Context: an optimization exercise on an open-source flow, tuned for small area. The choices shown serve that exercise and are no tape-out recipe. Function was checked by simulation only, so behaviour that the tests miss may differ from the original. Power figures rest on the tool's default switching activity, not on a simulated workload.

==> flow/design.v (excerpt) <==
module lane_pid (
    input  wire               clk,
    input  wire               rst,
    input  wire               start,
    input  wire               load,
    output wire               ready,
    output reg                done,
    input  wire        [1:0]  op,
    input  wire               pv_prev,
    input  wire               dmeas,
    input  wire               inhib_up,
    input  wire               inhib_dn,
    input  wire signed [31:0] sp_in,
    input  wire signed [31:0] pv,
    input  wire signed [31:0] g_sp,
    input  wire signed [31:0] g_out,
    input  wire signed [31:0] u_ref,
    input  wire signed [31:0] kp,
    input  wire signed [31:0] ki,
    input  wire signed [31:0] kd,
    input  wire signed [31:0] kf,
    input  wire        [4:0]  sh_p,
    input  wire        [4:0]  sh_i,
    input  wire        [4:0]  sh_d,
    input  wire        [4:0]  sh_f,
    input  wire signed [31:0] ilim_lo,
    input  wire signed [31:0] ilim_hi,
    input  wire signed [31:0] out_lo,
    input  wire signed [31:0] out_hi,
    input  wire signed [31:0] ld_f,
    input  wire        [31:0] ld_fres,
    input  wire signed [31:0] ld_i,
    input  wire        [31:0] ld_ires,
    output wire signed [31:0] u,
    output reg  signed [31:0] p_out,
    output reg  signed [31:0] d_out,
    output wire signed [31:0] f_out,
    output wire        [31:0] fres_out,
    output wire signed [31:0] i_out,
    output wire        [31:0] ires_out,
    output reg         [4:0]  sat,
    output reg                frozen
);
Size in the first run: about 1800 cells after synthesis, roughly 280 flip-flops, about 810 I/O pins, roughly 17000 sq um of cells after synthesis.
==> flow/config.mk <==
export PLATFORM = sky130hd
export DESIGN_NAME = lane_pid
export DESIGN_NICKNAME = lane_pid
export VERILOG_FILES = /design/flow/design.v
export SDC_FILE = /design/flow/constraint.sdc
export NUM_CORES = 4
export LEC_CHECK = 0
export CAP_MARGIN = 0
export CORE_AREA = 4 4 276 276
export DIE_AREA = 0 0 280 280
export SLEW_MARGIN = 0
==> flow/constraint.sdc <==
create_clock -name core_clock -period 150.0 [get_ports {clk}]
set_input_delay 30.0000 -clock core_clock [delete_from_list [all_inputs] [get_ports {clk}]]
set_output_delay 30.0000 -clock core_clock [all_outputs]
set_load 0.01 [all_outputs]
standard.sh (not shown) runs the stock make flow with config.mk's settings and CLKGATE_MAP_FILE= SYNTH_SCRIPT=/design/flow/synth_recipe.tcl, a recipe that flattens the netlist after the stock synthesis.
==> flow/flow/run.sh <==
#!/bin/bash
# Own layout flow: the standard ORFS flow (standard.sh) with
#  - synthesis mapped by ABC for area (flow/synth.tcl, flow/abc_area.script),
#  - one sky130_fd_sc_hd__buf_1 on every input and output port,
#  - a clock tree of smaller buffers without dummy loads.
# make's full output goes to flow_make.log here; ORFS's per-step logs stay under orfs/logs.
set -euo pipefail
W=$(pwd)
export OWN_ABC_SCRIPT="$W/flow/abc_area.script"
bash "$W/standard.sh" \
  "SYNTH_SCRIPT=$W/flow/synth.tcl" \
  "BUFFER_PORTS_ARGS=-buffer_cell sky130_fd_sc_hd__buf_1" \
  "CTS_ARGS=-sink_clustering_enable -repair_clock_nets -dont_use_dummy_load -buf_list sky130_fd_sc_hd__clkbuf_8 -sink_clustering_size 16 -sink_clustering_max_diameter 60" \
  finish > "$W/flow_make.log" 2>&1
==> flow/flow/abc_area.script <==
strash
ifraig
scorr
dc2
strash
&get -n
&dch -f
&nf -R 1000
&put
==> flow/flow/synth.tcl <==
# The standard synthesis (synth_recipe.tcl) with one change: ABC maps the logic
# with an area-oriented script instead of ORFS's delay-oriented one. Everything
# before ABC, and so every register's name and cell, is the standard's.
proc synth {args} { yosys synth -nofsm -noshare {*}$args }
proc abc {args} {
  set i [lsearch -exact $args -script]
  if {$i >= 0} { set args [lreplace $args $i [expr {$i + 1}] -script $::env(OWN_ABC_SCRIPT)] }
  set i [lsearch -exact $args -D]
  if {$i >= 0} { set args [lreplace $args $i [expr {$i + 1}]] }
  yosys abc {*}$args
}
source $::env(SCRIPTS_DIR)/synth.tcl
# left out here: clear keep_hierarchy, flatten, clean up, hide names made inside functions, write 1_2_yosys.v
Edit:
--- a/flow/flow/run.sh
+++ b/flow/flow/run.sh
@@ -11,4 +11,4 @@
   "SYNTH_SCRIPT=$W/flow/synth.tcl" \
   "BUFFER_PORTS_ARGS=-buffer_cell sky130_fd_sc_hd__buf_1" \
-  "CTS_ARGS=-sink_clustering_enable -repair_clock_nets -dont_use_dummy_load -buf_list sky130_fd_sc_hd__clkbuf_8 -sink_clustering_size 16 -sink_clustering_max_diameter 60" \
+  "CTS_ARGS=-sink_clustering_enable -repair_clock_nets -dont_use_dummy_load -buf_list sky130_fd_sc_hd__clkbuf_8 -sink_clustering_size 14 -sink_clustering_max_diameter 80" \
   finish > "$W/flow_make.log" 2>&1
==> flow/flow/abc_area.script (replaced) <==
strash
ifraig
scorr
dc2
strash
&get -n
&deepsyn -T 60
&dch -f
&nf -R 1000
&put
- GPL_TIMING_DRIVEN: unset -> 0
Effect: Area after synthesis falls by 4.2%; global-route usage falls by 0.78 points; total power rises by 51%; routed wire length falls by 2.4%.

==> port drivers added, routing unchanged <==
The results above use ideal ports. As a check the final layouts listed here were re-extracted and re-timed, cells and wires unchanged. Step 1 sets driving cells, clkbuf_16 on the clock port and buf_2 on the other inputs (assumed; they add their load-dependent delay and slew). Step 2 moves the port delays by t, midway between the first and last clock arrival at a register: inputs arrive t later, outputs are due t later. That takes back most of the time a late clock gives input paths. a / b / c = ideal / step 1 / step 2; a / b = the first two.
| run | t (ns) | setup WS [ns] | hold WS [ns] | worst setup path at the end | slew at the worst register clock pin (ns) |
|---|---|---|---|---|---|
| the first run | 0.662 | 100.120 / 100.154 / 99.492 | 0.401 / 0.401 / 0.401 | input to register | 0.12 / 0.12 |
| the second run | 0.713 | 99.975 / 100.007 / 99.294 | 0.449 / 0.449 / 0.449 | input to register | 0.11 / 0.11 |
After both steps every run listed still meets setup and hold. The setup slack of the second run, which loses most, moves by +0.032 ns with the drivers and by -0.681 ns with both steps.
